This design comes from an exercise in tuning for small area, a short achievable clock period and few clock cycles per item on the open sky130 flow, not from production work. In this exercise RTL edits were held to simulation tests only and were not proved equivalent to the original.

Setup of old:
==> flow/design.v (excerpt) <==
module mf_thresh #(
    parameter T = 8
) (
    input  wire               clk,
    input  wire               rst,           
    input  wire               in_valid,
    output wire               in_ready,
    input  wire               in_kind,       
    input  wire        [15:0] in_chan,
    input  wire signed [31:0] in_value,
    input  wire        [7:0]  in_flags,      
    input  wire        [15:0] in_tout,       
    input  wire        [15:0] in_tag,
    input  wire        [2:0]  in_thr,
    input  wire        [2:0]  in_field,      
    input  wire        [31:0] in_data,
    output wire               rep_valid,
    input  wire               rep_ready,
    output reg         [2:0]  rep_thr,
    output reg         [1:0]  rep_old,
    output reg         [1:0]  rep_new,
    output reg  signed [31:0] rep_value,
    output reg         [15:0] rep_tag
);
Size: ~10000 cells after synthesis, about 1900 flip-flops, roughly 190 I/O pins, ~120000 um^2 of cells after synthesis.
Settings: LEC_CHECK=0, CAP_MARGIN=30, CORE_MARGIN=2, CORE_UTILIZATION=30, CTS_CLUSTER_DIAMETER=100, CTS_CLUSTER_SIZE=24, PLACE_DENSITY=0.5, SLEW_MARGIN=30; clock period 18.0 ns.
standard.sh (not shown) runs the stock make flow with config.mk's settings and CLKGATE_MAP_FILE= SYNTH_SCRIPT=/design/flow/synth_recipe.tcl, a recipe that flattens the netlist after the stock synthesis.
==> flow/flow/run.sh <==
#!/bin/bash
# The standard layout, with its timing repair asked to leave extra setup
# slack on the design's clock, so that it also speeds up the paths the
# achieved period depends on. The constraints are the design's.
set -euo pipefail
bash standard.sh SETUP_SLACK_MARGIN=13 finish > standard_flow.log 2>&1
Testbench counts of old, summed over its fixed seeds: cycles 33,483, items 32,320.
diff inputs: old => new
--- a/flow/design.v
+++ b/flow/design.v
@@ -204,20 +204,23 @@
                 ff_old = ff_old | z0[t];
                 ff_new = ff_new | cc[t];
             end
             if (gff[t]) begin
                 gff_thr = gff_thr | t[2:0];
                 gff_old = gff_old | gold[t];
                 gff_new = gff_new | gnew[t];
             end
         end
     end
+    wire       r_ld1 = s3go & ~s3k;
+    wire       r_ld2 = rv & rep_ready & (gf != {T{1'b0}});
+    wire [6:0] r_f   = r_ld1 ? {ff_thr, ff_old, ff_new} : {gff_thr, gff_old, gff_new};
     wire [T-1:0] s_low  = s3ne & (~s3ne + 1'b1);
     wire [17:0]  s_r4   = {sr, sq[15:14]};
     wire [18:0]  s_d1   = {1'b0, s_r4} - {3'b000, stl};
     wire [18:0]  s_d2   = {1'b0, s_r4} - {2'b00, stl, 1'b0};
     wire [18:0]  s_d3   = {1'b0, s_r4} - {1'b0, stl3};
     wire [1:0]   s_q    = !s_d3[18] ? 2'd3 : !s_d2[18] ? 2'd2 : !s_d1[18] ? 2'd1 : 2'd0;
     wire [15:0]  s_rn   = !s_d3[18] ? s_d3[15:0] : !s_d2[18] ? s_d2[15:0] :
                           !s_d1[18] ? s_d1[15:0] : s_r4[15:0];
     wire [17:0]  s_qt   = (sqb == 2'd3) ? sto3 : (sqb == 2'd2) ? {1'b0, s3tout, 1'b0} :
                           (sqb == 2'd1) ? {2'b00, s3tout} : 18'd0;
@@ -329,35 +332,31 @@
                         if (!s3k && !s3skip) begin
                             rr[t] <= n_rr[t];
                             tl[t] <= s3tout;
                         end
                     end
                     if (s3k && w_thr == t && w_field == 3'd4)
                         dwell[t] <= s3val[15:0];
                 end
             end
             rv <= rv_n;
-            if (s3go && !s3k) begin
-                rep_thr   <= ff_thr;
-                rep_old   <= ff_old;
-                rep_new   <= ff_new;
-                rep_value <= s3val;
-                rep_tag   <= s3tag;
+            {rep_thr, rep_old, rep_new} <= {rep_thr, rep_old, rep_new} ^
+                ({7{r_ld1 | r_ld2}} & (r_f ^ {rep_thr, rep_old, rep_new}));
+            {rep_value, rep_tag} <= {rep_value, rep_tag} ^
+                ({48{r_ld1}} & ({s3val, s3tag} ^ {rep_value, rep_tag}));
+            if (r_ld1) begin
                 gf        <= fire & ~ff;
                 for (t = 0; t < T; t = t + 1) begin
                     gold[t] <= z0[t];
                     gnew[t] <= cc[t];
                 end
-            end else if (rv && rep_ready && gf != {T{1'b0}}) begin
-                rep_thr <= gff_thr;
-                rep_old <= gff_old;
-                rep_new <= gff_new;
+            end else if (r_ld2) begin
                 gf      <= gf & ~gff;
             end
             case (sph)
                 3'd0: if (s3v && !s3k && s3ne != {T{1'b0}}) begin
                     sph <= 3'd1;
                     for (t = T - 1; t >= 0; t = t - 1)
                         if (s_low[t]) sidx <= t[2:0];
                 end
                 3'd1: begin
                     stl <= tl[sidx];
==> run summary <==
Going from old to new, peak supply drop higher, flip-flop and latch share of the layout cell area moved up, clock buffer count increased about 2.3%, global-route met2 utilization closely matched the old numbers, synthesized cell count decreased by 0.87% relative to the old numbers. Comparing new and old, the higher violation count after the first detailed-route iteration was measured on new.
Testbench counts of new, summed over its fixed seeds: cycles 33,483, items 32,320.

-- port drivers added, routing unchanged --
Ports are ideal in the flow. The routed layouts listed here were re-timed in OpenROAD. Step 1, drivers: a clkbuf_16 drives clk and a buf_2 each remaining input, both assumed. Step 2 also shifts input and output timing later by t, the mid clock arrival at the registers, as if the neighbouring blocks saw the same clock. Three values: ideal ports, drivers, drivers and shift; two values: the first two.
| run | t, ns | setup slack, ns | latest minus earliest clock arrival (ns) |
|---|---|---|---|
| old | 0.990 | 12.609 / 12.506 / 12.103 | 0.096 / 0.096 |
| new | 0.985 | 12.604 / 12.499 / 12.059 | 0.093 / 0.092 |
After both steps every run listed still meets setup and hold. For new, which loses most, drivers alone change the setup slack by -0.105 ns; drivers and shift together by -0.545 ns.
